Background: an optimization exercise with open tools, aiming at small area and a short achievable clock period. Do not read the settings as production practice.
In this exercise RTL edits were held to simulation tests only and were not proved equivalent to the original.
No activity file was given, so power comes from the tool's default toggle rates.

--- design/flow/flow/run.sh ---
#!/bin/bash
# Layout flow: the standard ORFS flow (standard.sh, all steps), with
#  - an area-oriented ABC mapping script for the synthesis's logic mapping
#    (abc_area_map.script; the registers are mapped as in the standard
#    synthesis, before ABC),
#  - plain buffers (buf_2) instead of delay buffers on the ports,
#  - a smaller clock tree: clkbuf_8 buffers, no dummy loads.
# The clock period and constraints are the standard flow's (constraint.sdc, config.mk).
# Each tool's output is in orfs/logs/; make's own output in orfs_flow.log.
set -euo pipefail
W=$(pwd)
rm -rf "$W/scripts_local"
cp -r "$FLOW_HOME/scripts" "$W/scripts_local"
cp "$W/flow/abc_area_map.script" "$W/scripts_local/abc_speed.script"
export SCRIPTS_DIR="$W/scripts_local"
export BUFFER_PORTS_ARGS="-buffer_cell sky130_fd_sc_hd__buf_2"
export CTS_ARGS="-sink_clustering_enable -repair_clock_nets -buf_list sky130_fd_sc_hd__clkbuf_8 -root_buf sky130_fd_sc_hd__clkbuf_8 -dont_use_dummy_load -sink_clustering_size 20 -sink_clustering_max_diameter 100"
bash standard.sh > "$W/orfs_flow.log" 2>&1
--- design/flow/flow/abc_area_map.script ---
strash
dc2
dch -f
amap
topo
buffer -c
dnsize -c
--- design/flow/standard.sh ---
#!/bin/bash
# synth_recipe.tcl (not shown) runs the flow's synth.tcl, then flattens the netlist and writes it again
# the make line also repeats each setting of config.mk as NAME=value (left out here)
make -C /OpenROAD-flow-scripts/flow DESIGN_CONFIG=/design/flow/config.mk WORK_HOME=/design/flow/orfs CLKGATE_MAP_FILE= SYNTH_SCRIPT=/design/flow/synth_recipe.tcl "${@:-finish}"
--- design/flow/config.mk ---
export PLATFORM = sky130hd
export DESIGN_NAME = lane_symbol_path
export DESIGN_NICKNAME = lane_symbol_path
export VERILOG_FILES = /design/flow/design.v
export SDC_FILE = /design/flow/constraint.sdc
export NUM_CORES = 4
export LEC_CHECK = 0
export CAP_MARGIN = 20
export CORE_MARGIN = 2
export CORE_UTILIZATION = 40
export SLEW_MARGIN = 20
--- design/flow/constraint.sdc ---
create_clock -name core_clock -period 34.0 [get_ports {clk}]
set_input_delay 6.8000 -clock core_clock [delete_from_list [all_inputs] [get_ports {clk}]]
set_output_delay 6.8000 -clock core_clock [all_outputs]
set_load 0.01 [all_outputs]
--- design/flow/design.v ---
module lane_symbol_path (
    input  wire        clk,
    input  wire        rst,            
    input  wire        rx_valid,       
    input  wire [19:0] rx_bits,
    input  wire        cdr_lock,       
    input  wire        comma_align,    
    input  wire        bitslip,        
    input  wire        decode_check,   
    output reg         tx_valid,       
    output reg  [19:0] tx_bits,        
    output reg  [1:0]  code_err,       
    output reg  [1:0]  disp_err,       
    output reg         sym_lock,       
    output reg  [3:0]  word_phase      
);
    function [3:0] group_info(input [9:0] c);
        reg a, b, cc, d, e, i, f, g, h, j;
        reg [3:0] na, nd, nf;       
        reg [6:0] q6;               
        reg [4:0] q4;               
        reg k28n, k28p, kx7n, kx7p;
        reg xm, xp, ym, yp, bm, bp, pm, am, pp, ap;
        reg vn, vp, hi, n5;
        begin
            {j, h, g, f, i, e, d, cc, b, a} = c;
            na[0] = !a & !b & !cc;
            na[1] = (a & !b & !cc) | (!a & b & !cc) | (!a & !b & cc);
            na[2] = (a & b & !cc) | (a & !b & cc) | (!a & b & cc);
            na[3] = a & b & cc;
            nd[0] = !d & !e & !i;
            nd[1] = (d & !e & !i) | (!d & e & !i) | (!d & !e & i);
            nd[2] = (d & e & !i) | (d & !e & i) | (!d & e & i);
            nd[3] = d & e & i;
            nf[0] = !f & !g & !h;
            nf[1] = (f & !g & !h) | (!f & g & !h) | (!f & !g & h);
            nf[2] = (f & g & !h) | (f & !g & h) | (!f & g & h);
            nf[3] = f & g & h;
            q6[0] = na[0] & nd[0];
            q6[1] = (na[1] & nd[0]) | (na[0] & nd[1]);
            q6[2] = (na[2] & nd[0]) | (na[1] & nd[1]) | (na[0] & nd[2]);
            q6[3] = (na[3] & nd[0]) | (na[2] & nd[1]) | (na[1] & nd[2]) | (na[0] & nd[3]);
            q6[4] = (na[3] & nd[1]) | (na[2] & nd[2]) | (na[1] & nd[3]);
            q6[5] = (na[3] & nd[2]) | (na[2] & nd[3]);
            q6[6] = na[3] & nd[3];
            q4[0] = nf[0] & !j;
            q4[1] = (nf[1] & !j) | (nf[0] & j);
            q4[2] = (nf[2] & !j) | (nf[1] & j);
            q4[3] = (nf[3] & !j) | (nf[2] & j);
            q4[4] = nf[3] & j;
            hi = q6[6] | (q6[5] & !q4[0]) | (q6[4] & (q4[2] | q4[3] | q4[4])) |
                 (q6[3] & (q4[3] | q4[4])) | (q6[2] & q4[4]);
            n5 = (q6[5] & q4[0]) | (q6[4] & q4[1]) | (q6[3] & q4[2]) |
                 (q6[2] & q4[3]) | (q6[1] & q4[4]);
            xm = q6[3] & !(!a & !b & !cc);        
            xp = q6[4] & !(a & b & cc & d);       
            yp = q6[3] & !(a & b & cc);           
            ym = q6[2] & !(!a & !b & !cc & !d);   
            k28n = xp & e & i & !a & !b;          
            k28p = ym & !e & !i & a & b;          
            kx7n = (e & !i) | k28n;               
            kx7p = (!e & i) | k28p;               
            bm = (q4[2] & (f | g)) | (q4[3] & f & j);       
            bp = (q4[2] & !(f & g)) | (q4[1] & !f & !j);    
            pm = q4[3] & !j;
            am = q4[3] & !f;
            pp = q4[1] & j;
            ap = q4[1] & f;
            vn = (xm & (bm | (pm & !(e & i)) | (am & e & i))) |
                 (xp & (bp | (pp & !k28n) | (ap & kx7n)));
            vp = (yp & (bp | (pp & (e | i)) | (ap & !e & !i))) |
                 (ym & (bm | (pm & !k28p) | (am & kx7p)));
            group_info = {hi, !n5, vp, vn};
        end
    endfunction
    reg [19:0] prev_word;
    reg        have_prev;
    reg        ph_half;        
    reg [2:0]  ph_idx;
    reg        have_bnd;       
    reg        good_cnt;       
    reg        oph_half;       
    reg [2:0]  oph_idx;
    reg [1:0]  oth_cnt;        
    reg [19:0] grp_q;          
    reg        dc_q;           
    reg        b_rx_rd;        
    reg        b_rx_known;
    reg        b_out_rd;
    reg        kill;           
    wire        take   = rx_valid && have_prev;
    wire [25:0] window = {rx_bits[5:0], prev_word};
    reg  [19:0] cf;
    integer     s;
    always @(*)
        for (s = 0; s < 20; s = s + 1)
            cf[s] = (window[s +: 7] == 7'b1111100) || (window[s +: 7] == 7'b0000011);
    reg  [3:0]  pres, eqp, eqo;
    reg  [2:0]  qi [0:3];      
    reg  [4:0]  blk;
    integer     b;
    always @(*) begin
        for (b = 0; b < 4; b = b + 1) begin
            blk     = cf[b*5 +: 5];
            pres[b] = |blk;
            qi[b]   = {blk[4], blk[3] | blk[2], blk[3] | blk[1]};
            eqp[b]  = (ph_half == b[0]) && (ph_idx == qi[b]);     
            eqo[b]  = (oph_half == b[0]) && (oph_idx == qi[b]);   
        end
    end
    wire [3:0] fst = {pres[3] & ~|pres[2:0], pres[2] & ~|pres[1:0], pres[1] & !pres[0], pres[0]};
    wire [3:0] lst = {pres[3], pres[2] & !pres[3], pres[1] & ~|pres[3:2], pres[0] & ~|pres[3:1]};
    wire       any_c = |pres;
    wire       one_c = |(fst & lst);
    wire       e02   = |(cf[4:0] & cf[14:10]);
    wire       e13   = |(cf[9:5] & cf[19:15]);
    wire       sm2   = pres[0] & !pres[1] & pres[2] & e02;    
    wire       sm3   = pres[1] & !pres[2] & pres[3] & e13;    
    wire       same_fs   = sm2 | (!pres[0] & sm3);            
    wire       same_last = (sm2 & !pres[3]) | sm3;            
    wire       two_same  = (sm2 & !pres[3]) | (!pres[0] & sm3);
    wire       eqp_f = |(fst & eqp);
    wire       eqo_f = |(fst & eqo);
    wire       eqp_l = |(lst & eqp);
    wire       unlocked_ok = have_bnd & !sym_lock;
    wire       oth_run = sym_lock & eqo_f & (oth_cnt != 2'd0);   
    wire       unl   = oth_run & ((oth_cnt == 2'd3) | ((oth_cnt == 2'd2) & same_fs));
    wire       unl2  = oth_run & (oth_cnt == 2'd2) & same_fs;
    wire       c_lk  = (unlocked_ok & eqp_f & (good_cnt | same_fs)) | (sym_lock & !unl);
    wire       c_gd  = one_c ? (unlocked_ok & eqp_f) : (same_last & !unl2);
    wire       l_half = lst[1] | lst[3];
    wire [2:0] l_idx  = ({3{lst[0]}} & qi[0]) | ({3{lst[1]}} & qi[1]) |
                        ({3{lst[2]}} & qi[2]) | ({3{lst[3]}} & qi[3]);
    reg  [1:0] c_oc;
    always @(*) begin
        if (eqp_l)
            c_oc = 2'd0;
        else if (same_last)
            c_oc = (two_same & oth_run) ? 2'd3 : 2'd2;
        else
            c_oc = (one_c & oth_run) ? oth_cnt + 2'd1 : 2'd1;
    end
    wire       run_chain = comma_align && cdr_lock && take && any_c;
    reg        n_lock, n_have_bnd, n_good, n_half, n_ohalf;
    reg [2:0]  n_idx, n_oidx;
    reg [1:0]  n_oth_cnt;
    always @(*) begin
        n_have_bnd = have_bnd && comma_align && cdr_lock;
        n_lock     = sym_lock && comma_align && cdr_lock;
        n_good     = good_cnt;
        n_ohalf    = oph_half;
        n_oidx     = oph_idx;
        n_oth_cnt  = oth_cnt;
        n_half     = ph_half;
        n_idx      = ph_idx;
        if (run_chain) begin
            n_have_bnd = 1'b1;
            n_lock     = c_lk;
            n_good     = c_gd;
            n_ohalf    = l_half;
            n_oidx     = l_idx;
            n_oth_cnt  = c_oc;
            if (!c_lk) begin
                n_half = l_half;
                n_idx  = l_idx;
            end
        end else if (!comma_align && bitslip) begin
            if (ph_idx == 3'd4) begin
                n_half = !ph_half;
                n_idx  = 3'd0;
            end else
                n_idx  = ph_idx + 3'd1;
        end
    end
    wire [38:0] win_full = {rx_bits[18:0], prev_word};
    wire [23:0] sh5      = n_half ? win_full[28:5] : win_full[23:0];
    reg  [19:0] groups;
    integer     m;
    wire [4:0]  sel_oh = rst ? 5'b00000 : (5'b00001 << n_idx);
    always @(*)
        for (m = 0; m < 20; m = m + 1)
            groups[m] = (sel_oh[0] & sh5[m])   | (sel_oh[1] & sh5[m+1]) |
                        (sel_oh[2] & sh5[m+2]) | (sel_oh[3] & sh5[m+3]) |
                        (sel_oh[4] & sh5[m+4]);
    reg [9:0]  grp;
    reg        vn, vp, unb, hi, inr, fwd;
    reg        a_rx_rd, a_rx_known, a_out_rd;
    integer    k;
    always @(*) begin
        a_rx_rd    = b_rx_rd;
        a_rx_known = b_rx_known && dc_q;
        a_out_rd   = b_out_rd;
        tx_bits    = 20'd0;
        code_err   = 2'b00;
        disp_err   = 2'b00;
        for (k = 0; k < 2; k = k + 1) begin
            grp = grp_q[k*10 +: 10];
            {hi, unb, vp, vn} = group_info(grp);
            inr = a_rx_rd ? vp : vn;
            fwd = !dc_q || (a_rx_known && inr && (a_rx_rd == a_out_rd));
            if (dc_q) begin
                if (!(vn || vp)) begin
                    code_err[k] = 1'b1;
                    a_rx_known  = 1'b0;
                end else if (a_rx_known) begin
                    disp_err[k] = !inr;
                    a_rx_rd     = a_rx_rd ^ !inr ^ unb;
                end else if (!(vn && vp)) begin
                    a_rx_rd     = vp ^ unb;
                    a_rx_known  = 1'b1;
                end
            end
            tx_bits[k*10 +: 10] = fwd ? grp : (a_out_rd ? 10'b1110100001 : 10'b0001011110);
            if (fwd && unb)
                a_out_rd = hi;
        end
    end
    always @(*)
        word_phase = ph_half ? {1'b0, ph_idx} + 4'd5 : {1'b0, ph_idx};
    always @(posedge clk)
        if (rx_valid)
            prev_word <= rx_bits;
    always @(posedge clk)
        if (rst || take)
            grp_q <= groups;
    always @(posedge clk) begin
        if (rst) begin
            have_prev   <= 1'b0;
            sym_lock    <= 1'b0;
            have_bnd    <= 1'b0;
            ph_half     <= 1'b0;
            ph_idx      <= 3'd0;
            good_cnt    <= 1'b0;
            oph_half    <= 1'b0;
            oph_idx     <= 3'd0;
            oth_cnt     <= 2'd0;
            tx_valid    <= 1'b0;
            dc_q        <= 1'b0;
            b_rx_rd     <= 1'b0;
            b_rx_known  <= 1'b0;
            b_out_rd    <= 1'b0;
            kill        <= 1'b0;
        end else begin
            sym_lock   <= n_lock;
            have_bnd   <= n_have_bnd;
            ph_half    <= n_half;
            ph_idx     <= n_idx;
            good_cnt   <= n_good;
            oph_half   <= n_ohalf;
            oph_idx    <= n_oidx;
            oth_cnt    <= n_oth_cnt;
            tx_valid   <= take;
            if (rx_valid)
                have_prev <= 1'b1;
            if (take) begin
                dc_q       <= decode_check;
                b_rx_rd    <= a_rx_rd;
                b_rx_known <= a_rx_known && !kill;
                b_out_rd   <= a_out_rd;
                kill       <= 1'b0;
            end else if (!decode_check) begin
                kill       <= 1'b1;
            end
        end
    end
endmodule
==> impl_metrics.csv, run 1 <==
group,metric,value,unit
finish,finish.instance_area,5760,um^2
detailed_routing,vias,6077,
clock_tree,cts_tree,"built",
timing,grt_setup_unrepaired,"no",
logic_synthesis,ys_seq_area_share,30.6,%
hold_path,min_path_cells,2,
finish,area_growth,10.1,%
pwr,p_switching,0.0916,mW
clock_tree,root_buffer,"clkbuf_8",
worst_setup_path,start_kind,"flop",
timing,final.setup.tns,0,ns
logic_synthesis,synth_nets,801,
grt,antenna_found_initial,0,
worst_setup_path,worst_setup_path_end_kind,"output pin",
pwr,internal-power,0.138,mW
clock_tree,clk_latency,0.34,ns
placed_design,gp_congestion,1.01,
worst_setup_path,crit_arrival,5.53,ns
detailed_routing,wl,17700,um
placed_design,dpl.hpwl,13700,um
die,initial_core_util,41.3,%
placed_design,portBuffers,56,
logic_synthesis,syn_avg_cell_area,6.80,um^2
grt,grt.overflow.total,0,
timing,setup_viol,0,
logic_synthesis,synth_area,5230,um^2
run,cap_violations,0,
logic_synthesis,synth_top_flop_cell,"edfxtp_1",
worst_setup_path,r2r_slack,28.30,ns
logic_synthesis,synth-edff-count,40,
timing,tightest_slew,1.03,ns
die,fp.dieH,118,um
worst_setup_path,r2r_cells,25,
timing,fin_ws,21.67,ns
worst_setup_path,critPathSlowestCell,"a31oi_1",
logic_synthesis,yosysWarningCount,2,
detailed_routing,routed_via_density,6.19,
clock_tree,clock_path_buffers,2,
hold_path,whs_endpoint,"kill",
finish,final_common_cell,"nor2_1",
hold_path,hold_class,"flop to flop",
pwr,ir_drop,0.0195,mV
die,die_w,118,um
pwr,clkPwrFrac,21.3,%
detailed_routing,drc,0,
logic_synthesis,synth_cells,769,
grt,grt_max_degree,27,
timing,min_period_over_period,36.3,%
worst_setup_path,slowest_delay,0.83,ns
pwr,p_per_area,39.9,nW/um^2
timing,finClkSkew,0.0105,ns
finish,layout-drive-gt1-share,9.01,%
finish,fin_nets,844,
worst_setup_path,crit_required,27.20,ns
finish,final_cell_mix,"nor2_1 (161), inv_1 (108), nand2_1 (68), o22ai_1 (67), buf_2 (56)",
detailed_routing,ant_nets,0,
logic_synthesis,synth-seq-cells,60,
die,dieArea,14000,um^2
logic_synthesis,ys_types,41,
clock_tree,clock-sinks,60,
outcome,status,"no timing/DRC/antenna violations",
worst_setup_path,worstSetupPathType,"flop to output pin",
timing,relSlewSlack,31.0,%
worst_setup_path,cp_common_cell,"o21ai_0",
die,std_cell_rows,41,
worst_setup_path,r2r_end,"grp_q[4]",
timing,slew_viol_final,0,
grt,grt_usage,24.8,%
clock_tree,cts_hold_buf,0,
detailed_routing,drtIter0Drc,586,
die,boundaryPins,57,
pwr,power_leakage,2.21,nW
timing,fin_crit,12.33,ns
grt,first_global_vias,5558,
timing,hold_viol,0,
detailed_routing,first_pass_iters,5,
finish,fin_util,45.5,%
pwr,finalPower,0.230,mW
timing,fmax,81.1,MHz
clock_tree,ctsResizeCount,0,
pwr,p_seq_share,40.7,%
finish,antennaDiodeCount,0,
placed_design,preCtsSetupSlack,21.95,ns
placed_design,placed_area,5640,um^2
clock_tree,clkTransAtPathRegs,0.06,ns
clock_tree,numCtsBuffers,9,
detailed_routing,avgRoutedWirePerCell,18.1,um
clock_tree,h-tree-depth,3,
grt,grt_pass1_wl,28200,um
die,core_area,12700,um^2
hold_path,hp-start,"kill",
logic_synthesis,async_flop_share,0,%
pwr,p_comb_share,38.0,%
worst_setup_path,r2r-start,"prev_word[11]",
pwr,swShare,39.8,%
clock_tree,post_cts.repair.setup_buffers,0,
worst_setup_path,critPathMaxFanout,14,
worst_setup_path,crit_chain,"nor2_1, nor2_1, o21ai_0, o22a_1, o21ai_0, a31oi_1, nor2_1, a21o_1, nand2_1, o21ai_0, a21oi_1, nor2_1, nand2_1, o21ai_0, inv_1, a21oi_1, a31oi_1, nand2_1, o21ai_0, buf_2",
worst max-delay path, delay by kind of cell, from the launching register on:
kind                   cells  cell delay, ns
AOI/OAI and AO/OA         11            3.23
buffers and inverters      2            0.32
DFF                        1            0.44
and+or+nand+nor            7            1.17
layer usage:
| metal | wire (um) | part of all wire, % | track usage, % |
|---|---|---|---|
| met5 | 0 | 0 | 0 |
| met4 | 631 | 3.6 | 10.5 |
| met3 | 1080 | 6.1 | 4.15 |
| met2 | 8430 | 48 | 41.3 |
| met1 | 7590 | 43 | 31.7 |
per-stage QoR:
stage,hold WS (ns),std cells
5_1_grt,0.503,982
3_5_place_dp,0.464,973
2_1_floorplan,0.430,769
4_1_cts,0.473,982
6_report,0.468,982
3_3_place_gp,0.441,973
sequential cells by signal, summed over array words and instances, names as in the netlist, 2 cells and up:
name       cells
grp_q         20
oth_cnt        2
prev_word     20
oph_idx        3
ph_idx         3
how the worst max path moves through the flow:
stage	start	slack (ns)	cells after the start	to
6_report	grp_q[4]	21.67	20	tx_bits[16]
5_1_grt	grp_q[4]	21.11	20	tx_bits[16]
4_1_cts	grp_q[4]	21.78	20	tx_bits[16]
3_5_place_dp	rx_bits[1]	21.95	20	grp_q[17]
3_3_place_gp	rx_bits[1]	22.07	20	grp_q[10]
2_1_floorplan	rx_bits[1]	23.48	19	grp_q[17]
cells by family after synthesis:
kind of cell | count (synthesis) | share of synthesized area (%)
buffers and inverters | 136 | 9.85
adder cells (fa/ha/maj) | 5 | 1.20
AO/OA/AOI/OAI | 262 | 33.7
AND/OR/NAND/NOR | 306 | 24.6
flip-flops | 60 | 30.6
power groups by stage:
stage          Clock [mW]  Sequential, mW  Combinational [mW]
2_1_floorplan           0          0.0909              0.0634
5_1_grt            0.0532          0.0945              0.0963
3_3_place_gp            0          0.0951              0.0840
6_report           0.0490          0.0936              0.0874
3_5_place_dp            0          0.0950              0.0853
4_1_cts            0.0507          0.0934              0.0856
synth_stat cells, drive strengths merged, types with 5 or more instances:
| library cell | n | area share (%) |
|---|---|---|
| nand2 | 68 | 4.9 |
| clkbuf | 21 | 1.5 |
| nand3 | 16 | 1.5 |
| o32ai | 6 | 1.0 |
| a22oi | 7 | 1.0 |
| nand4 | 9 | 1.1 |
| ha | 5 | 1.2 |
| o22a | 7 | 1.2 |
| o22ai | 67 | 8.0 |
| nor4 | 15 | 1.8 |
| a211oi | 7 | 1.0 |
| dfxtp | 20 | 7.7 |
| nor3 | 28 | 2.7 |
| a41oi | 6 | 1.0 |
| or2 | 5 | 0.60 |
| nor2 | 161 | 12 |
| inv | 108 | 7.7 |
| a31oi | 17 | 2.0 |
| a21oi | 25 | 2.4 |
| edfxtp | 40 | 23 |
| o21ai | 54 | 5.2 |
| o221ai | 32 | 5.4 |
| o21a | 10 | 1.4 |
final cells by class:
cell class	instances	area (um^2)
fill	1351	6910
sequential	60	1600
tap	172	215
timing repair buffer	57	288
inverter	111	417
multi-input combinational	573	3120
clock buffer	9	124
==> run 2: changes to the inputs <==
--- a/design/flow/config.mk
+++ b/design/flow/config.mk
@@ -8,4 +8,4 @@
 export CAP_MARGIN = 20
 export CORE_MARGIN = 2
 export CORE_UTILIZATION = 40
-export SLEW_MARGIN = 20
+export SLEW_MARGIN = 80
==> impl_metrics.csv, run 2 <==
group,metric,value,unit
outcome,status,"no timing/DRC/antenna violations",
detailed_routing,dr_wl_met3,1130,um
timing,min_period_over_period,36.3,%
worst_setup_path,cp_common_cell,"buf_1",
clock_tree,clock_path_buffers,2,
worst_setup_path,critPathSlowestCell,"clkdlybuf4s50_1",
logic_synthesis,async_flop_share,0,%
worst_setup_path,start_kind,"primary input",
timing,tightest_slew,0.317,ns
worst_setup_path,worst_setup_path_end_kind,"flop",
detailed_routing,wl,18500,um
clock_tree,numCtsBuffers,9,
grt,grt_usage,25.6,%
worst_setup_path,r2r_slack,27.46,ns
pwr,power_leakage,2.58,nW
placed_design,portBuffers,56,
clock_tree,post_cts.repair.setup_buffers,0,
run,cap_violations,0,
pwr,ir_drop,0.0153,mV
finish,area_growth,34.8,%
detailed_routing,wl_met1,7860,um
placed_design,gp_congestion,1.01,
grt,grt_max_degree,27,
finish,final_common_cell,"nor2_1",
logic_synthesis,yosysWarningCount,2,
detailed_routing,drc,0,
hold_path,min_path_cells,2,
logic_synthesis,synth_top_area_share,23.0,%
finish,multi_input_area,4020,um^2
finish,final-seq-area,1610,um^2
grt,first_global_vias,5796,
logic_synthesis,synth_cells,769,
clock_tree,h-tree-depth,3,
detailed_routing,drtIter0Drc,538,
detailed_routing,routed_via_density,6.09,
logic_synthesis,synth_nets,801,
detailed_routing,first_pass_iters,5,
worst_setup_path,crit_arrival,12.42,ns
detailed_routing,wl_met2,8890,um
logic_synthesis,ys_types,41,
finish,fin_util,55.7,%
worst_setup_path,critPathMaxFanout,10,
die,boundaryPins,57,
finish,fillers,1255,
worst_setup_path,crit_required,34.07,ns
finish,fin_nets,902,
logic_synthesis,synth-edff-count,40,
clock_tree,clock-sinks,60,
logic_synthesis,yosysMostFrequentCell,"nor2_1",
die,std_cell_rows,41,
finish,final_cell_mix,"nor2_1 (146), inv_1 (98), nand2_1 (65), buf_2 (64), o22ai_1 (45)",
die,core_area,12700,um^2
logic_synthesis,synth-seq-cells,60,
logic_synthesis,syn_avg_cell_area,6.80,um^2
clock_tree,ctsResizeCount,0,
detailed_routing,ant_nets,0,
timing,fin_ws,21.65,ns
clock_tree,root_buffer,"clkbuf_8",
worst_setup_path,slowest_delay,0.47,ns
placed_design,preCtsSetupSlack,21.58,ns
timing,fmax,81.0,MHz
worst_setup_path,r2r_cells,29,
placed_design,dpl.hpwl,14400,um
logic_synthesis,ys_seq_area_share,30.6,%
grt,grt.overflow.total,0,
finish,reg_top3,"grp_q: 20 flops, prev_word: 20 flops",
logic_synthesis,synth_top_cell_by_area,"edfxtp_1",
grt,antenna_found_initial,0,
grt,grt_pass1_wl,29000,um
die,dieArea,14000,um^2
worst_setup_path,worstSetupPathType,"primary input to flop",
detailed_routing,highest_layer,"met4",
logic_synthesis,synth.area.top_cells,"edfxtp_1 (23%), nor2_1 (12%), o22ai_1 (8.0%)",
finish,antennaDiodeCount,0,
clock_tree,cts_tree,"built",
die,fp.dieH,118,um
clock_tree,clkTransAtPathRegs,0.06,ns
timing,grt_setup_unrepaired,"no",
logic_synthesis,synth_top_flop_cell,"edfxtp_1",
die,die_w,118,um
detailed_routing,avgRoutedWirePerCell,17.8,um
timing,finClkSkew,0.0140,ns
timing,hold_viol,0,
timing,relSlewSlack,78.8,%
logic_synthesis,yosys-top-cells-count,"nor2_1 (161), inv_1 (108), nand2_1 (68), o22ai_1 (67), o21ai_0 (53)",
timing,fin_crit,12.35,ns
die,initial_core_util,41.3,%
pwr,p_per_area,36.7,nW/um^2
detailed_routing,vias,6332,
timing,final.setup.tns,0,ns
clock_tree,cts_hold_buf,0,
timing,slew_viol_final,0,
hold_path,hold_class,"flop to flop",
finish,layout-drive-gt1-share,27.2,%
logic_synthesis,synth_area,5230,um^2
clock_tree,clk_latency,0.34,ns
timing,setup_viol,0,
## run 2: cell types whose count changed in the layout (fill, tap and decap cells not counted), moves of 14 or more
cell	delta
a31oi_1	-14
buf_1	+21
nor2_1	-15
nor2_2	+14
nor4_1	-14
o21ai_0	-18
o22ai_1	-22
o22ai_2	+16
## run 2: per-stage QoR
| stage | power [mW] | area [um^2] | hold slack (ns) | instances |
|---|---|---|---|---|
| floorplan | 0.154 | 5230 | 0.430 | 769 |
| finish | 0.259 | 7050 | 0.471 | 1040 |
| global placement | 0.179 | 5640 | 0.441 | 973 |
| CTS | 0.249 | 6750 | 0.475 | 1030 |
| detailed placement | 0.200 | 6630 | 0.465 | 1021 |
| global route | 0.274 | 7050 | 0.514 | 1040 |
## run 2: final cells by class
class	count	share of cell area (%)
Multi-Input combinational cell	573	57.0
Sequential cell	60	22.8
Timing Repair Buffer	115	9.33
Inverter	111	6.07
Tap cell	172	3.05
Clock buffer	9	1.76
## run 2: path summary, 6_finish.rpt
path,from,to
max reg2reg,prev_word[8],grp_q[2]
max,rx_bits[1],grp_q[4]
min,kill,kill
min reg2reg,kill,kill
## run 2: power breakdown
part / internal (mW) / leakage (nW) / switching (mW) / total [mW]
logic: 0.0429 / 1.94 / 0.0739 / 0.117
registers: 0.0855 / 0.569 / 0.00778 / 0.0933
clock network: 0.0235 / 0.0647 / 0.0254 / 0.0489
## run 2: cells by family (layout without fill, tap and decap cells)
kind of cell             count (synthesis)  in the layout  share of synthesized area (%)
AO/OA/AOI/OAI                          262            262                           33.7
adder cells (fa/ha/maj)                  5              5                           1.20
buffers and inverters                  136            235                           9.85
flip-flops                              60             60                           30.6
AND/OR/NAND/NOR                        306            306                           24.6
## run 2: per-layer routing
metal / track usage, % / up-vias
li1: - / 3039
met1: 32.8 / 2976
met2: 42.7 / 274
met3: 4.20 / 43
met4: 11.0 / 0
met5: 0 / -
## run 2: worst max-delay path: cells and delay by family
kind / cells / cell delay, ns
simple gates: 9 / 1.53
compound gates: 8 / 1.31
buf+inv: 13 / 2.78
==> run 3: changes to the inputs <==
--- a/design/flow/config.mk
+++ b/design/flow/config.mk
@@ -8,4 +8,4 @@
 export CAP_MARGIN = 20
 export CORE_MARGIN = 2
 export CORE_UTILIZATION = 40
-export SLEW_MARGIN = 80
+export SLEW_MARGIN = 70
==> impl_metrics.csv, run 3 <==
group,metric,value,unit
worst_setup_path,crit_path_start,"grp_q[6]",
grt,grt_pass1_wl,28000,um
logic_synthesis,synth.area.top_cells,"edfxtp_1 (23%), nor2_1 (12%), o22ai_1 (8.0%)",
finish,final_common_cell,"nor2_1",
finish,finish.instance_area,6100,um^2
timing,final.setup.tns,0,ns
logic_synthesis,synth-edff-count,40,
pwr,p_comb_share,39.4,%
logic_synthesis,synth_top_flop_cell,"edfxtp_1",
grt,first_global_vias,5612,
pwr,internal-power,0.141,mW
logic_synthesis,yosys-top-cells-count,"nor2_1 (161), inv_1 (108), nand2_1 (68), o22ai_1 (67), o21ai_0 (53)",
finish,area_growth,16.7,%
logic_synthesis,ys_types,41,
worst_setup_path,crit_required,27.20,ns
detailed_routing,drtIter0Drc,578,
placed_design,gp_congestion,1.01,
detailed_routing,routed_via_density,6.19,
finish,final_cell_mix,"nor2_1 (161), inv_1 (106), nand2_1 (67), buf_2 (61), o22ai_1 (51)",
worst_setup_path,critPathMaxFanout,14,
logic_synthesis,synth_top_area_share,23.0,%
timing,min_period_over_period,33.6,%
timing,hold_ws,0.470,ns
clock_tree,numCtsBuffers,9,
grt,antenna_found_initial,0,
run,cap_violations,0,
worst_setup_path,crit_arrival,4.64,ns
clock_tree,cts_tree,"built",
grt,grt_max_degree,27,
timing,fin_ws,22.56,ns
logic_synthesis,yosysMostFrequentCell,"nor2_1",
timing,setup_viol,0,
detailed_routing,avgRoutedWirePerCell,17.8,um
pwr,swShare,40.2,%
clock_tree,clock_path_buffers,2,
timing,slew_viol_final,0,
die,boundaryPins,57,
die,die_w,118,um
grt,grt_usage,24.6,%
worst_setup_path,r2r_cells,26,
worst_setup_path,r2r_end,"grp_q[4]",
pwr,power_leakage,2.30,nW
timing,relSlewSlack,70.6,%
timing,finClkSkew,0.0172,ns
detailed_routing,ant_nets,0,
logic_synthesis,synth-seq-cells,60,
finish,fin_nets,854,
worst_setup_path,worst_setup_path_end_kind,"output pin",
finish,fin_util,48.2,%
placed_design,placed_area,5830,um^2
logic_synthesis,synth_area,5230,um^2
timing,tightest_slew,0.441,ns
logic_synthesis,synth_top_cell_by_area,"edfxtp_1",
clock_tree,post_cts.repair.setup_buffers,0,
pwr,finalPower,0.236,mW
placed_design,portBuffers,56,
die,fp.dieH,118,um
clock_tree,clkTransAtPathRegs,0.06,ns
worst_setup_path,start_kind,"flop",
worst_setup_path,worstSetupPathType,"flop to output pin",
detailed_routing,wl,17700,um
clock_tree,ctsResizeCount,0,
detailed_routing,vias,6145,
logic_synthesis,synth_cells,769,
finish,antennaDiodeCount,0,
die,dieArea,14000,um^2
die,core_area,12700,um^2
pwr,p_switching,0.0950,mW
finish,layout-drive-gt1-share,14.8,%
worst_setup_path,r2r-start,"prev_word[11]",
finish,final_cells,992,
placed_design,preCtsSetupSlack,22.26,ns
placed_design,dpl.hpwl,13700,um
placed_design,dp_cells,980,
pwr,p_per_area,38.7,nW/um^2
clock_tree,root_buffer,"clkbuf_8",
clock_tree,clock-sinks,60,
timing,fin_crit,11.44,ns
timing,hold_viol,0,
finish,reg_top3,"grp_q: 20 flops, prev_word: 20 flops",
die,std_cell_rows,41,
worst_setup_path,setup.worst_path.end,"tx_bits[16]",
timing,grt_setup_unrepaired,"no",
pwr,p_seq_share,39.9,%
logic_synthesis,ys_seq_area_share,30.6,%
logic_synthesis,synth_nets,801,
detailed_routing,drc,0,
worst_setup_path,r2r_slack,28.44,ns
logic_synthesis,yosysWarningCount,2,
die,initial_core_util,41.3,%
grt,grt.overflow.total,0,
hold_path,min_path_cells,2,
outcome,status,"no timing/DRC/antenna violations",
clock_tree,clk_latency,0.36,ns
pwr,ir_drop,0.0218,mV
logic_synthesis,async_flop_share,0,%
detailed_routing,first_pass_iters,6,
clock_tree,h-tree-depth,3,
clock_tree,cts_hold_buf,0,
timing,fmax,87.4,MHz
pwr,clkPwrFrac,20.7,%
hold_path,hold_class,"flop to flop",
logic_synthesis,syn_avg_cell_area,6.80,um^2
==> run 3: cell counts after synthesis <==
No cell type changed its count.
==> run 3: logic make-up after synthesis <==
family          count (synthesis)  share of synthesized area [%]
simple gates                  306                           24.6
buf+inv                       136                           9.85
compound gates                262                           33.7
flops                          60                           30.6
fa+ha+maj                       5                           1.20
==> run 3: worst min-delay path by stage <==
stage / start / to / slack, ns
CTS: kill / kill / 0.48
floorplan: kill / kill / 0.43
global route: have_prev / have_prev / 0.50
finish: kill / kill / 0.47
detailed placement: kill / kill / 0.47
global placement: kill / kill / 0.44
==> run 3: worst max-delay path, cell delays in order, from the launching register on <==
cell	delay (ns)
edfxtp_1	0.38
inv_1	0.15
nand2_1	0.11
nor2_1	0.17
inv_1	0.11
nand2_1	0.10
nor2_1	0.06
nor2_1	0.19
nor2_1	0.09
o32a_1	0.30
o21a_1	0.17
a31oi_1	0.22
inv_1	0.15
o21ai_0	0.24
nor2_1	0.08
a21oi_1	0.16
nor2_1	0.08
o32ai_2	0.32
inv_1	0.14
o22ai_1	0.30
a31oi_4	0.22
nand2_1	0.25
o21ai_0	0.15
buf_2	0.16
==> run 3: power by group through the flow <==
| stage | sequential [mW] | clock [mW] | combinational (mW) |
|---|---|---|---|
| CTS | 0.0935 | 0.0504 | 0.0888 |
| finish | 0.0943 | 0.0488 | 0.0931 |
| detailed placement | 0.0950 | 0 | 0.0884 |
| global placement | 0.0951 | 0 | 0.0840 |
| global route | 0.0949 | 0.0524 | 0.103 |
| floorplan | 0.0909 | 0 | 0.0634 |
==> run 3: per-layer routing <==
layer | track usage (%) | vias up | share of wire, %
met5 | 0 | - | 0
met4 | 10.3 | 0 | 4.0
met3 | 4.44 | 54 | 6.3
met2 | 41.0 | 304 | 47
met1 | 31.4 | 2838 | 42
li1 | - | 2949 | -
==> run 3: cell type report <==
cell class / count / area [um^2]
Fill cell: 1302 / 6570
Multi-Input combinational cell: 573 / 3400
Sequential cell: 60 / 1600
Inverter: 111 / 419
Timing Repair Buffer: 67 / 345
Tap cell: 172 / 215
Clock buffer: 9 / 124
==> run 4: changes to the inputs <==
--- a/design/flow/config.mk
+++ b/design/flow/config.mk
@@ -8,4 +8,4 @@
 export CAP_MARGIN = 20
 export CORE_MARGIN = 2
 export CORE_UTILIZATION = 40
-export SLEW_MARGIN = 70
+export SLEW_MARGIN = 50
==> impl_metrics.csv, run 4 <==
group,metric,value,unit
worst_setup_path,critPathMaxFanout,14,
logic_synthesis,syn_avg_cell_area,6.80,um^2
pwr,ir_drop,0.0237,mV
timing,grt_setup_unrepaired,"no",
logic_synthesis,ys_types,41,
die,core_area,12700,um^2
clock_tree,cts_tree,"built",
clock_tree,clock-sinks,60,
grt,grt.overflow.total,0,
logic_synthesis,synth-seq-cells,60,
run,cap_violations,0,
worst_setup_path,crit_required,27.20,ns
detailed_routing,highest_layer,"met4",
worst_setup_path,critPathSlowestCell,"a31oi_2",
hold_path,whs_endpoint,"have_prev",
finish,fillers,1334,
finish,layout-drive-gt1-share,10.3,%
grt,grt_usage,24.5,%
detailed_routing,avgRoutedWirePerCell,17.9,um
placed_design,gp_congestion,1.01,
clock_tree,clk_latency,0.35,ns
timing,slew_viol_final,0,
finish,fin_util,45.9,%
die,std_cell_rows,41,
logic_synthesis,async_flop_share,0,%
logic_synthesis,synth_top_cell_by_area,"edfxtp_1",
logic_synthesis,synth-edff-count,40,
pwr,clkPwrFrac,21.2,%
finish,antennaDiodeCount,0,
die,die_w,118,um
logic_synthesis,yosysWarningCount,2,
clock_tree,numCtsBuffers,9,
detailed_routing,drc,0,
die,dieArea,14000,um^2
worst_setup_path,r2r_slack,28.35,ns
detailed_routing,vias,6125,
timing,tightest_slew,0.726,ns
placed_design,dpl.hpwl,13600,um
timing,setup_viol,0,
worst_setup_path,worst_setup_path_end_kind,"output pin",
grt,first_global_vias,5458,
finish,fin_nets,846,
die,initial_core_util,41.3,%
clock_tree,post_cts.repair.setup_buffers,0,
finish,area_growth,11.3,%
pwr,power_leakage,2.22,nW
finish,finish.instance_area,5820,um^2
worst_setup_path,crit_chain,"nor2_1, nor2_1, o21ai_0, o22a_1, o21ai_0, a31oi_1, nor2_1, a21o_1, nand2_1, o21ai_0, a21oi_2, nor2_1, nand2_1, o21ai_0, inv_1, a21oi_1, a31oi_2, nand2_1, o21ai_0, buf_2",
detailed_routing,drtIter0Drc,613,
logic_synthesis,synth_top_area_share,23.0,%
finish,final_common_cell,"nor2_1",
detailed_routing,wl,17600,um
die,fp.dieH,118,um
worst_setup_path,crit_buf_inv,2,
finish,reg_top3,"grp_q: 20 flops, prev_word: 20 flops",
pwr,p_comb_share,38.2,%
timing,relSlewSlack,51.0,%
timing,finClkSkew,0.0251,ns
clock_tree,ctsResizeCount,0,
hold_path,min_path_cells,2,
logic_synthesis,synth_top_flop_cell,"edfxtp_1",
worst_setup_path,r2r-start,"prev_word[13]",
logic_synthesis,synth_area,5230,um^2
pwr,p_per_area,39.6,nW/um^2
hold_path,hold_class,"flop to flop",
logic_synthesis,synth_cells,769,
grt,grt_pass1_wl,27700,um
pwr,swShare,39.9,%
finish,final_cells,984,
detailed_routing,wl_met1,7490,um
detailed_routing,ant_nets,0,
placed_design,dp_cells,975,
timing,hold_viol,0,
clock_tree,cts_hold_buf,0,
clock_tree,clock_path_buffers,2,
detailed_routing,dr_wl_met3,1110,um
outcome,status,"no timing/DRC/antenna violations",
detailed_routing,wl_met2,8420,um
clock_tree,root_buffer,"clkbuf_8",
clock_tree,clkTransAtPathRegs,0.07,ns
detailed_routing,first_pass_iters,6,
hold_path,hp-start,"have_prev",
logic_synthesis,yosysMostFrequentCell,"nor2_1",
placed_design,portBuffers,56,
timing,fmax,84.9,MHz
grt,grt_max_degree,27,
logic_synthesis,yosys-top-cells-count,"nor2_1 (161), inv_1 (108), nand2_1 (68), o22ai_1 (67), o21ai_0 (53)",
worst_setup_path,crit_family,"compound AO/OA/AOI/OAI gates",
pwr,internal-power,0.139,mW
timing,final.setup.tns,0,ns
grt,antenna_found_initial,0,
timing,min_period_over_period,34.7,%
clock_tree,h-tree-depth,3,
placed_design,placed_area,5680,um^2
worst_setup_path,crit_arrival,4.98,ns
worst_setup_path,r2r_cells,23,
pwr,p_switching,0.0921,mW
finish,final_cell_mix,"nor2_1 (161), inv_1 (108), nand2_1 (67), o22ai_1 (67), buf_2 (56)",
worst_setup_path,slowest_delay,0.55,ns
pwr,p_seq_share,40.6,%
logic_synthesis,synth_nets,801,
timing,fin_crit,11.78,ns
worst_setup_path,cp_common_cell,"o21ai_0",
logic_synthesis,synth.area.top_cells,"edfxtp_1 (23%), nor2_1 (12%), o22ai_1 (8.0%)",
detailed_routing,routed_via_density,6.22,
logic_synthesis,ys_seq_area_share,30.6,%
worst_setup_path,worstSetupPathType,"flop to output pin",
worst_setup_path,r2r_end,"grp_q[4]",
worst_setup_path,start_kind,"flop",
die,boundaryPins,57,
[run 4: through the flow]
step	total power, mW	hold WS [ns]	setup slack, ns
2_1_floorplan	0.154	0.430	23.48
3_3_place_gp	0.179	0.441	22.07
3_5_place_dp	0.181	0.460	22.25
4_1_cts	0.229	0.474	22.33
5_1_grt	0.244	0.506	21.86
6_report	0.231	0.473	22.22
[run 4: tightest hold or removal path, cell delays in order (launching register included)]
cell and delay [ns]:
dfxtp_1 0.33, nor2_1 0.05, nor2_1 0.07
[run 4: final cells by class]
| type | count | area [um^2] | area share (%) |
|---|---|---|---|
| clock buffers | 9 | 124 | 2.13 |
| inverters | 111 | 417 | 7.16 |
| multi-input cells | 573 | 3160 | 54.3 |
| flip-flops and latches | 60 | 1600 | 27.5 |
| well taps | 172 | 215 | 3.70 |
| repair buffers | 59 | 303 | 5.20 |
[run 4: cells by family (layout without fill, tap and decap cells)]
logic type | Yosys count | count (layout) | synth area share [%]
adders and majority gates | 5 | 5 | 1.20
AOI/OAI and AO/OA | 262 | 262 | 33.7
DFF | 60 | 60 | 30.6
buffers and inverters | 136 | 179 | 9.85
and+or+nand+nor | 306 | 306 | 24.6
[run 4: how the worst max path moves through the flow]
stage / endpoint / cells past startpoint / start
final: tx_bits[16] / 20 / grp_q[4]
after global routing: grp_q[15] / 23 / rx_bits[1]
after CTS: tx_bits[14] / 20 / grp_q[4]
after detailed placement: grp_q[10] / 23 / rx_bits[1]
after global placement: grp_q[10] / 20 / rx_bits[1]
after floorplan: grp_q[17] / 19 / rx_bits[1]
[run 4: power by group through the flow]
stage / Clock (mW) / Sequential (mW) / Combinational [mW]
after floorplan: 0 / 0.0909 / 0.0634
after global placement: 0 / 0.0951 / 0.0840
after detailed placement: 0 / 0.0950 / 0.0858
after CTS: 0.0496 / 0.0935 / 0.0861
after global routing: 0.0518 / 0.0945 / 0.0974
final: 0.0490 / 0.0937 / 0.0881
[run 4: routing by layer]
layer | up-vias | track usage [%]
met3 | 47 | 3.67
li1 | 2937 | -
met2 | 281 | 41.4
met5 | - | 0
met4 | 0 | 9.00
met1 | 2860 | 31.6
==> run 5: changes to the inputs <==
==> design/flow/flow/abc_area_map.script (replaced) <==
strash
dc2
dch -f
amap
topo
--- a/design/flow/config.mk
+++ b/design/flow/config.mk
@@ -8,4 +8,4 @@
 export CAP_MARGIN = 20
 export CORE_MARGIN = 2
 export CORE_UTILIZATION = 40
-export SLEW_MARGIN = 50
+export SLEW_MARGIN = 60
==> impl_metrics.csv, run 5 <==
group,metric,value,unit
detailed_routing,wl,16700,um
worst_setup_path,crit_required,34.07,ns
pwr,p_per_area,39.5,nW/um^2
logic_synthesis,synth.area.top_cells,"edfxtp_1 (23%), nor2_1 (12%), o22ai_1 (8.2%)",
timing,final.setup.tns,0,ns
pwr,p_seq_share,40.5,%
pwr,p_comb_share,38.3,%
grt,grt_use_met2,40.1,%
detailed_routing,ant_nets,0,
hold_path,hold_class,"flop to flop",
die,dieArea,13700,um^2
pwr,ir_drop,0.0238,mV
timing,tightest_slew,0.503,ns
logic_synthesis,async_flop_share,0,%
clock_tree,clock_path_buffers,2,
worst_setup_path,critPathSlowestCell,"a211oi_2",
placed_design,portBuffers,56,
clock_tree,post_cts.repair.setup_buffers,0,
logic_synthesis,synth_xor_area_share,0,%
worst_setup_path,crit_family,"buffers and inverters",
logic_synthesis,yosysMostFrequentCell,"nor2_1",
logic_synthesis,synthMuxAreaShare,0,%
detailed_routing,avgRoutedWirePerCell,16.9,um
pwr,power_leakage,1.98,nW
worst_setup_path,start_kind,"primary input",
logic_synthesis,yosysWarningCount,2,
placed_design,placed_area,5710,um^2
pwr,internal-power,0.139,mW
timing,relSlewSlack,66.1,%
worst_setup_path,crit_arrival,11.86,ns
logic_synthesis,synth_top_area_share,23.4,%
clock_tree,h-tree-depth,3,
clock_tree,cts_hold_buf,0,
clock_tree,root_buffer,"clkbuf_8",
finish,antennaDiodeCount,0,
clock_tree,ctsResizeCount,0,
worst_setup_path,worstSetupPathType,"primary input to flop",
grt,first_global_vias,5484,
pwr,p_switching,0.0924,mW
worst_setup_path,cp_common_cell,"clkinv_1",
die,fp.dieH,117,um
die,initial_core_util,40.8,%
worst_setup_path,worst_setup_path_end_kind,"flop",
logic_synthesis,synth_top_family_by_area,"compound AO/OA/AOI/OAI gates",
logic_synthesis,synth_cells,744,
die,std_cell_rows,41,
clock_tree,numCtsBuffers,9,
placed_design,gp_congestion,0.999,
finish,final_common_cell,"nor2_1",
detailed_routing,drtIter0Drc,596,
clock_tree,cts_tree,"built",
logic_synthesis,syn_avg_cell_area,6.90,um^2
grt,grtUsageMet1,31.6,%
timing,slew_viol_final,0,
finish,fin_nets,848,
placed_design,dpl.hpwl,13000,um
outcome,status,"no timing/DRC/antenna violations",
worst_setup_path,critPathMaxFanout,26,
worst_setup_path,slowest_delay,0.55,ns
clock_tree,clkTransAtPathRegs,0.06,ns
grt,grt_usage,24.5,%
pwr,swShare,40.0,%
logic_synthesis,synth_top_cell_by_area,"edfxtp_1",
logic_synthesis,ys_seq_area_share,31.2,%
logic_synthesis,synth_top_flop_cell,"edfxtp_1",
grt,top_usage_layer,"met2",
clock_tree,clock-sinks,60,
logic_synthesis,synth_nets,776,
logic_synthesis,yosys-top-cells-count,"nor2_1 (161), clkinv_1 (111), nand2_1 (68), o22ai_1 (67), o21ai_0 (54)",
pwr,clkPwrFrac,21.1,%
logic_synthesis,yosys.area_share.simple,25.1,%
grt,grt_pass1_wl,26600,um
detailed_routing,routed_via_density,6.21,
logic_synthesis,synth_fa_ha_area_share,1.22,%
grt,grt.overflow.total,0,
detailed_routing,first_pass_iters,7,
timing,grt_setup_unrepaired,"no",
logic_synthesis,ys_types,37,
die,boundaryPins,57,
timing,min_period_over_period,34.7,%
timing,setup_viol,0,
detailed_routing,drc,0,
worst_setup_path,crit_buf_inv,7,
logic_synthesis,synth-compound-area-share,34.3,%
finish,finish.instance_area,5860,um^2
clock_tree,clk_latency,0.35,ns
logic_synthesis,synth-edff-count,40,
finish,area_growth,14.2,%
grt,grtUsageMet3,3.91,%
run,cap_violations,0,
timing,fmax,84.8,MHz
finish,reg_top3,"grp_q: 20 flops, prev_word: 20 flops",
detailed_routing,vias,6124,
logic_synthesis,synth-seq-cells,60,
logic_synthesis,synth_area,5130,um^2
finish,layout-drive-gt1-share,10.2,%
grt,antenna_found_initial,0,
grt,grt_max_degree,27,
worst_setup_path,crit_chain,"buf_2, clkinv_1, nand2_1, nor3_1, nand3_1, o22ai_1, clkinv_1, nand4_1, clkinv_1, a211oi_2, clkinv_1, nor2_1, o22ai_1, o21ai_1, buf_4, inv_2, o22ai_1, nor2_1, nor3_1, o221ai_1",
timing,hold_viol,0,
timing,finClkSkew,0.0188,ns
finish,final_cell_mix,"nor2_1 (161), clkinv_1 (110), nand2_1 (67), o22ai_1 (67), buf_2 (58)",
die,core_area,12600,um^2
timing,fin_crit,11.79,ns
die,die_w,117,um
==> run 5: cell types whose count changed after synthesis, sizes merged <==
cell    change
clkbuf     -21
buf         -4
clkinv    +108
inv       -108
==> run 5: metrics by stage <==
stage | total power, mW | worst slack [ns] | std cells | utilization [%] | hold slack (ns)
2_1_floorplan | 0.154 | 21.72 | 744 | - | 0.425
3_3_place_gp | 0.179 | 21.24 | 973 | 44.8 | 0.441
3_5_place_dp | 0.181 | 21.60 | 977 | 45.4 | 0.447
4_1_cts | 0.230 | 21.95 | 986 | 46.4 | 0.457
5_1_grt | 0.246 | 21.62 | 986 | 46.6 | 0.493
6_report | 0.231 | 22.21 | 986 | 46.6 | 0.450
==> run 5: worst paths after layout <==
path | from | endpoint | slack [ns] | cells past startpoint
max | rx_bits[1] | grp_q[17] | 22.21 | 20
min reg2reg | kill | kill | 0.45 | 2
max reg2reg | prev_word[6] | grp_q[17] | 28.28 | 23
min | kill | kill | 0.45 | 2
==> run 5: power by group through the flow <==
stage                     Combinational (mW)  Sequential [mW]  Clock, mW
after global placement                0.0843           0.0951          0
after floorplan                       0.0619           0.0919          0
after CTS                             0.0867           0.0935     0.0498
after detailed placement              0.0863           0.0950          0
final                                 0.0886           0.0937     0.0489
after global routing                  0.0991           0.0945     0.0526
==> run 5: cell type report <==
cell class              count  area [um^2]
clock buffers               9          124
fillers                  1278         6710
inverters                 111          417
multi-input cells         573         3190
flip-flops and latches     60         1600
well taps                 172          215
repair buffers             61          313
==> run 5: cells by family (layout without fill, tap and decap cells) <==
group,count (synthesis),count (layout)
AOI/OAI and AO/OA,262,262
buffers and inverters,111,181
adders and majority gates,5,5
DFF,60,60
and+or+nand+nor,306,306
==> run 5: layer usage <==
metal  vias up  wire (um)
li1       2962          -
met1      2817       7270
met2       301       7780
met3        44       1010
met4         0        637
met5         -          0
==> run 5: worst register-to-register path, delay by kind of cell, from the launching register on <==
family,cells,cell delay [ns]
compound gates,10,2.01
buf+inv,5,1.15
simple gates,8,1.81
flops,1,0.47
==> run 6: changes to the inputs <==
==> design/flow/flow/abc_area_map.script (replaced) <==
strash
dc2
dch -f
amap
topo
buffer -c
dnsize -c
==> impl_metrics.csv, run 6 <==
group,metric,value,unit
detailed_routing,drtIter0Drc,596,
timing,tightest_slew,0.545,ns
worst_setup_path,crit_chain,"nor2_1, nor2_1, o21ai_0, o22a_1, o21ai_0, a31oi_1, nor2_1, a21o_1, nand2_1, o21ai_0, a21oi_2, nor2_1, o21ai_0, inv_1, a21oi_1, a31oi_4, nand2_1, o21ai_0, buf_2",
timing,final.setup.tns,0,ns
worst_setup_path,crit_required,27.20,ns
detailed_routing,dr_wl_met3,1170,um
clock_tree,clkTransAtPathRegs,0.06,ns
detailed_routing,wl_met1,7620,um
timing,fmax,86.3,MHz
logic_synthesis,synth-seq-cells,60,
worst_setup_path,worstSetupPathType,"flop to output pin",
detailed_routing,ant_nets,0,
worst_setup_path,cp_common_cell,"o21ai_0",
placed_design,gp_congestion,1.01,
logic_synthesis,synth_top_flop_cell,"edfxtp_1",
worst_setup_path,r2r-start,"prev_word[11]",
die,initial_core_util,41.3,%
die,die_w,118,um
detailed_routing,wl,17800,um
grt,grt_pass1_wl,27900,um
logic_synthesis,ys_types,41,
logic_synthesis,syn_avg_cell_area,6.80,um^2
hold_path,hold_class,"flop to flop",
grt,antenna_found_initial,0,
clock_tree,h-tree-depth,3,
logic_synthesis,synth.area.top_cells,"edfxtp_1 (23%), nor2_1 (12%), o22ai_1 (8.0%)",
grt,grt_usage,24.5,%
pwr,ir_drop,0.0204,mV
worst_setup_path,r2r_slack,28.52,ns
die,std_cell_rows,41,
placed_design,preCtsSetupSlack,22.22,ns
grt,grt.overflow.total,0,
logic_synthesis,synth_top_cell_by_area,"edfxtp_1",
hold_path,hp-start,"kill",
clock_tree,clock_path_buffers,2,
pwr,finalPower,0.232,mW
finish,reg_top3,"grp_q: 20 flops, prev_word: 20 flops",
logic_synthesis,ys_seq_area_share,30.6,%
timing,min_period_over_period,34.1,%
logic_synthesis,yosys-top-cells-count,"nor2_1 (161), inv_1 (108), nand2_1 (68), o22ai_1 (67), o21ai_0 (53)",
timing,fin_crit,11.58,ns
grt,grt_max_degree,27,
detailed_routing,highest_layer,"met4",
timing,setup_viol,0,
finish,area_growth,12.1,%
logic_synthesis,yosysMostFrequentCell,"nor2_1",
logic_synthesis,synth_area,5230,um^2
clock_tree,post_cts.repair.setup_buffers,0,
worst_setup_path,crit_arrival,4.78,ns
clock_tree,clk_latency,0.35,ns
clock_tree,numCtsBuffers,9,
outcome,status,"no timing/DRC/antenna violations",
timing,grt_setup_unrepaired,"no",
logic_synthesis,synth_top_area_share,23.0,%
logic_synthesis,synth_nets,801,
logic_synthesis,synth_cells,769,
detailed_routing,drc,0,
grt,first_global_vias,5590,
clock_tree,cts_hold_buf,0,
placed_design,portBuffers,56,
finish,fin_nets,848,
timing,fin_ws,22.42,ns
worst_setup_path,start_kind,"flop",
pwr,p_per_area,39.6,nW/um^2
pwr,power_leakage,2.24,nW
clock_tree,root_buffer,"clkbuf_8",
die,dieArea,14000,um^2
finish,layout-drive-gt1-share,10.9,%
detailed_routing,wl_met2,8370,um
worst_setup_path,slowest_delay,0.45,ns
logic_synthesis,yosysWarningCount,2,
clock_tree,ctsResizeCount,0,
timing,slew_viol_final,0,
timing,hold_viol,0,
worst_setup_path,critPathMaxFanout,14,
detailed_routing,routed_via_density,6.26,
die,fp.dieH,118,um
worst_setup_path,worst_setup_path_end_kind,"output pin",
worst_setup_path,crit_path_start,"grp_q[4]",
detailed_routing,first_pass_iters,7,
die,core_area,12700,um^2
timing,finClkSkew,0.00569,ns
logic_synthesis,async_flop_share,0,%
finish,antennaDiodeCount,0,
finish,final_common_cell,"nor2_1",
finish,final_cell_mix,"nor2_1 (161), inv_1 (107), nand2_1 (67), o22ai_1 (67), buf_2 (60)",
detailed_routing,avgRoutedWirePerCell,18.0,um
timing,relSlewSlack,63.3,%
worst_setup_path,critPathSlowestCell,"a21oi_2",
run,cap_violations,0,
clock_tree,cts_tree,"built",
placed_design,dpl.hpwl,13700,um
clock_tree,clock-sinks,60,
logic_synthesis,synth-edff-count,40,
die,boundaryPins,57,
detailed_routing,vias,6175,
==> run 6: cell types whose count changed after synthesis, sizes merged <==
cell | before | now
clkinv | 111 | 3
clkbuf | 0 | 21
inv | 0 | 108
buf | 0 | 4
==> run 6: area by class of cell <==
class                           count  area [um^2]
Timing Repair Buffer               61          308
Inverter                          111          417
Sequential cell                    60         1600
Multi-Input combinational cell    573         3200
Clock buffer                        9          124
Tap cell                          172          215
Fill cell                        1299         6810
==> run 6: kinds of logic after synthesis <==
| family | share of synthesized area, % |
|---|---|
| AND/OR/NAND/NOR | 24.6 |
| AO/OA/AOI/OAI | 33.7 |
| buffers and inverters | 9.85 |
| flip-flops | 30.6 |
| adder cells (fa/ha/maj) | 1.20 |
==> run 6: path summary, 6_finish.rpt <==
check	endpoint	cells past startpoint
setup / recovery	tx_bits[16]	19
hold / removal	kill	2
setup reg to reg	grp_q[4]	25
hold reg to reg	kill	2
==> run 6: through the flow <==
| stage | util (%) | cells | hold WS [ns] | instance area (um^2) |
|---|---|---|---|---|
| after detailed placement | 45.2 | 977 | 0.465 | 5730 |
| after CTS | 46.2 | 986 | 0.476 | 5850 |
| final | 46.3 | 986 | 0.468 | 5860 |
| after global placement | 44.5 | 973 | 0.441 | 5640 |
| after floorplan | - | 769 | 0.430 | 5230 |
| after global routing | 46.3 | 986 | 0.503 | 5860 |
==> run 6: report_power, final <==
part	leakage, nW	switching [mW]	internal (mW)
clock network	0.0647	0.0264	0.0235
logic	1.61	0.0587	0.0299
registers	0.566	0.00828	0.0855
==> run 6: critical path: cells and delay by family (launching register included) <==
kind	cells	cell delay, ns
and+or+nand+nor	6	0.95
DFF	1	0.44
buffers and inverters	2	0.29
AOI/OAI and AO/OA	11	2.71
==> run 6: metal layers <==
metal | vias up | GRT usage [%]
li1 | 2926 | -
met1 | 2885 | 31.4
met2 | 311 | 41.4
met3 | 53 | 3.96
met4 | 0 | 9.15
met5 | - | 0
==> run 7: changes to the inputs <==
--- a/design/flow/flow/run.sh
+++ b/design/flow/flow/run.sh
@@ -4,7 +4,10 @@
 #    (abc_area_map.script; the registers are mapped as in the standard
 #    synthesis, before ABC),
 #  - plain buffers (buf_2) instead of delay buffers on the ports,
-#  - a smaller clock tree: clkbuf_8 buffers, no dummy loads.
+#  - a smaller clock tree: clkbuf_8 buffers, no dummy loads,
+#  - a setup margin for the flow's repair_timing calls a little beyond the
+#    slack the layout reaches without it, so that the repair upsizes the
+#    weak drivers on the few paths that set the achieved period.
 # The clock period and constraints are the standard flow's (constraint.sdc, config.mk).
 # Each tool's output is in orfs/logs/; make's own output in orfs_flow.log.
 set -euo pipefail
@@ -15,4 +18,6 @@
 export SCRIPTS_DIR="$W/scripts_local"
 export BUFFER_PORTS_ARGS="-buffer_cell sky130_fd_sc_hd__buf_2"
 export CTS_ARGS="-sink_clustering_enable -repair_clock_nets -buf_list sky130_fd_sc_hd__clkbuf_8 -root_buf sky130_fd_sc_hd__clkbuf_8 -dont_use_dummy_load -sink_clustering_size 20 -sink_clustering_max_diameter 100"
+export SETUP_SLACK_MARGIN=22.4
+export TNS_END_PERCENT=0
 bash standard.sh > "$W/orfs_flow.log" 2>&1
--- a/design/flow/config.mk
+++ b/design/flow/config.mk
@@ -8,4 +8,4 @@
 export CAP_MARGIN = 20
 export CORE_MARGIN = 2
 export CORE_UTILIZATION = 40
-export SLEW_MARGIN = 60
+export SLEW_MARGIN = 20
==> impl_metrics.csv, run 7 <==
group,metric,value,unit
timing,finClkSkew,0.0103,ns
logic_synthesis,synth_cells,769,
hold_path,hold_class,"flop to flop",
grt,grt.overflow.total,0,
die,die_w,118,um
placed_design,preCtsSetupSlack,21.95,ns
logic_synthesis,yosysWarningCount,2,
die,fp.dieH,118,um
logic_synthesis,synth-edff-count,40,
placed_design,dpl.hpwl,13700,um
timing,grt_setup_unrepaired,"yes",
logic_synthesis,synth_top_cell_by_area,"edfxtp_1",
placed_design,gp_congestion,1.01,
pwr,ir_drop,0.0196,mV
timing,hold_viol,0,
worst_setup_path,crit_required,34.06,ns
pwr,swShare,40.4,%
clock_tree,h-tree-depth,3,
outcome,status,"no timing/DRC/antenna violations",
die,std_cell_rows,41,
worst_setup_path,worstSetupPathType,"primary input to flop",
worst_setup_path,crit_arrival,11.53,ns
clock_tree,clk_latency,0.35,ns
pwr,internal-power,0.141,mW
logic_synthesis,synth_top_family_by_area,"compound AO/OA/AOI/OAI gates",
detailed_routing,wl,18400,um
worst_setup_path,crit_path_start,"rx_bits[0]",
logic_synthesis,yosys.area_share.simple,24.6,%
timing,setup_viol,0,
logic_synthesis,ys_seq_area_share,30.6,%
logic_synthesis,synth_xor_area_share,0,%
finish,fillers,1318,
detailed_routing,vias,6244,
timing,min_period_over_period,33.7,%
clock_tree,clock-sinks,60,
finish,layout-drive-gt1-share,13.9,%
logic_synthesis,ys_types,41,
timing,final.setup.tns,0,ns
pwr,p_comb_share,39.5,%
finish,final_common_cell,"nor2_1",
timing,slew_viol_final,0,
detailed_routing,drtIter0Drc,526,
logic_synthesis,synth_fa_ha_area_share,1.20,%
clock_tree,clkTransAtPathRegs,0.06,ns
logic_synthesis,synth_area,5230,um^2
pwr,clkPwrFrac,20.8,%
timing,fmax,87.2,MHz
finish,final-seq-area,1600,um^2
die,initial_core_util,41.3,%
logic_synthesis,synth-seq-cells,60,
worst_setup_path,slowest_delay,0.62,ns
timing,relSlewSlack,39.9,%
pwr,finalPower,0.237,mW
worst_setup_path,crit_buf_inv,4,
detailed_routing,avgRoutedWirePerCell,18.6,um
logic_synthesis,async_flop_share,0,%
die,core_area,12700,um^2
detailed_routing,first_pass_iters,5,
pwr,power_leakage,2.28,nW
detailed_routing,ant_nets,0,
grt,grt_usage,24.9,%
pwr,p_seq_share,39.7,%
worst_setup_path,start_kind,"primary input",
timing,fin_ws,22.53,ns
pwr,p_switching,0.0958,mW
logic_synthesis,synth_top_area_share,23.0,%
timing,tightest_slew,0.899,ns
logic_synthesis,synthMuxAreaShare,0,%
placed_design,portBuffers,56,
worst_setup_path,crit_chain,"buf_2, nor2_1, nand3_1, o32ai_1, inv_1, nand4_1, nor2_1, inv_1, nor2_1, o41ai_1, o21ai_0, nand2_1, a21oi_1, o21a_1, nor2_1, o22ai_1, o21ai_0, inv_1, nand4_1, nor2_1, nor3_1, o221ai_1",
grt,first_global_vias,5561,
logic_synthesis,synth.area.top_cells,"edfxtp_1 (23%), nor2_1 (12%), o22ai_1 (8.0%)",
logic_synthesis,yosys-top-cells-count,"nor2_1 (161), inv_1 (108), nand2_1 (68), o22ai_1 (67), o21ai_0 (53)",
pwr,p_per_area,39.0,nW/um^2
run,cap_violations,0,
grt,grt_max_degree,27,
worst_setup_path,cp_common_cell,"nor2_1",
clock_tree,cts_tree,"built",
die,boundaryPins,57,
logic_synthesis,syn_avg_cell_area,6.80,um^2
worst_setup_path,critPathSlowestCell,"o32ai_1",
clock_tree,numCtsBuffers,9,
worst_setup_path,critPathMaxFanout,10,
detailed_routing,routed_via_density,6.30,
worst_setup_path,worst_setup_path_end_kind,"flop",
timing,fin_crit,11.47,ns
worst_setup_path,crit_family,"simple AND/OR/NAND/NOR gates",
finish,fin_nets,853,
die,dieArea,14000,um^2
clock_tree,clock_path_buffers,2,
detailed_routing,drc,0,
finish,multi_input_area,3360,um^2
finish,reg_top3,"grp_q: 20 flops, prev_word: 20 flops",
hold_path,hp-start,"kill",
logic_synthesis,synth_nets,801,
logic_synthesis,synth-compound-area-share,33.7,%
logic_synthesis,yosysMostFrequentCell,"nor2_1",
worst_setup_path,r2r-start,"prev_word[11]",
finish,antennaDiodeCount,0,
clock_tree,root_buffer,"clkbuf_8",
grt,grt_pass1_wl,28300,um
logic_synthesis,synth_top_flop_cell,"edfxtp_1",
finish,final_cell_mix,"nor2_1 (160), inv_1 (107), nand2_1 (67), buf_2 (56), o21ai_0 (52)",
finish,area_growth,16.2,%
grt,antenna_found_initial,0,
-- run 7: cell counts after synthesis --
Identical to the previous run, type by type.
-- run 7: what timing repair did --
item	4_1_cts	5_1_grt
gates resized for setup	3	39
pin swaps	0	4
setup endpoints to repair	28	30
gates cloned	0	3
endpoints found under the hold margin	0	0
setup buffers	0	6
hold buffers	0	0
-- run 7: worst paths after layout --
check | to | slack [ns] | depth (start not counted)
max reg2reg | grp_q[9] | 28.32 | 24
min reg2reg | kill | 0.47 | 2
max | grp_q[9] | 22.53 | 22
min | kill | 0.47 | 2
-- run 7: kinds of logic (layout without fill, tap and decap cells) --
kind of cell / count (synthesis) / after routing
adder cells (fa/ha/maj): 5 / 5
flip-flops: 60 / 60
AND/OR/NAND/NOR: 306 / 308
AO/OA/AOI/OAI: 262 / 262
buffers and inverters: 136 / 184
-- run 7: routing by layer --
metal	GRT usage [%]	vias to the layer above	share of wire [%]	wire, um
met1	31.9	2894	42	7720
met4	10.3	0	4.1	761
met3	4.20	65	6.7	1230
met2	41.5	337	47	8710
li1	-	2948	-	-
met5	0	-	0	0
-- run 7: power groups by stage --
stage	registers, mW	logic [mW]	clock network (mW)
6_report	0.0941	0.0937	0.0493
5_1_grt	0.0951	0.103	0.0532
4_1_cts	0.0934	0.0859	0.0507
3_5_place_dp	0.0950	0.0853	0
3_3_place_gp	0.0951	0.0840	0
2_1_floorplan	0.0909	0.0634	0
-- run 7: final cells by class --
| type | instances | area share (%) |
|---|---|---|
| clock buffer | 9 | 2.04 |
| inverter | 111 | 6.98 |
| timing repair buffer | 63 | 5.74 |
| tap | 172 | 3.54 |
| sequential | 60 | 26.3 |
| multi-input combinational | 575 | 55.2 |
| timing repair inverter | 1 | 0.124 |
-- run 7: through the flow --
stage                     cells  utilization [%]  hold WS [ns]  instance area [um^2]
after floorplan             769                -         0.430                  5230
after global placement      973             44.5         0.441                  5640
after CTS                   982             45.6         0.473                  5780
after global routing        991             48.0         0.503                  6080
final                       991             48.0         0.467                  6080
after detailed placement    973             44.5         0.464                  5640
-- run 7: worst register-to-register path: stages (launching register included) --
cell and delay, ns:
edfxtp_1 0.56, inv_1 0.13, nor2_1 0.21, inv_1 0.11, nor4_1 0.25, a41oi_1 0.15, nand2_1 0.24, inv_1 0.10
nand4_1 0.24, inv_1 0.18, nor2_1 0.27, inv_1 0.10, nor2_1 0.15, o41ai_1 0.16, o21ai_0 0.29, o21ai_0 0.12
o21a_1 0.17, nor2_1 0.28, o22ai_1 0.13, o21ai_0 0.30, inv_1 0.33, nand4_1 0.47, nor2_1 0.12, nor3_1 0.18
o221ai_1 0.16

-- port drivers added, routing unchanged --
The flow's constraints put no driver on any port. The routed layouts listed below were extracted and timed again, unchanged, in two steps.
Step 1, drivers: a clkbuf_16 drives clk and a buf_2 each remaining input, both assumed.
Step 2 times the ports against the registers' clock, not the clock port: input delays grow and output delays shrink by t, the midpoint of the rising clock arrivals with the driver on.
a / b / c = ideal / step 1 / step 2; a / b = the first two.
run	t, ns	slack for setup (ns)	worst hold slack (ns)	worst slew at a driven data input, ns
run 1	0.376	21.668 / 21.632 / 21.708	0.468 / 0.468 / 0.468	0.03
run 2	0.373	21.651 / 21.665 / 21.291	0.471 / 0.471 / 0.471	0.04
run 3	0.381	22.564 / 22.530 / 22.384	0.470 / 0.470 / 0.470	0.04
run 4	0.378	22.219 / 22.181 / 22.068	0.473 / 0.473 / 0.473	0.03
run 5	0.373	22.207 / 22.222 / 21.849	0.450 / 0.450 / 0.450	0.04
run 6	0.381	22.418 / 22.383 / 22.099	0.468 / 0.468 / 0.468	0.04
run 7	0.382	22.528 / 22.542 / 22.160	0.467 / 0.467 / 0.467	0.03
After both steps every run listed still meets setup and hold. The setup slack of run 7, which loses most, moves by +0.014 ns with the drivers and by -0.368 ns with both steps.
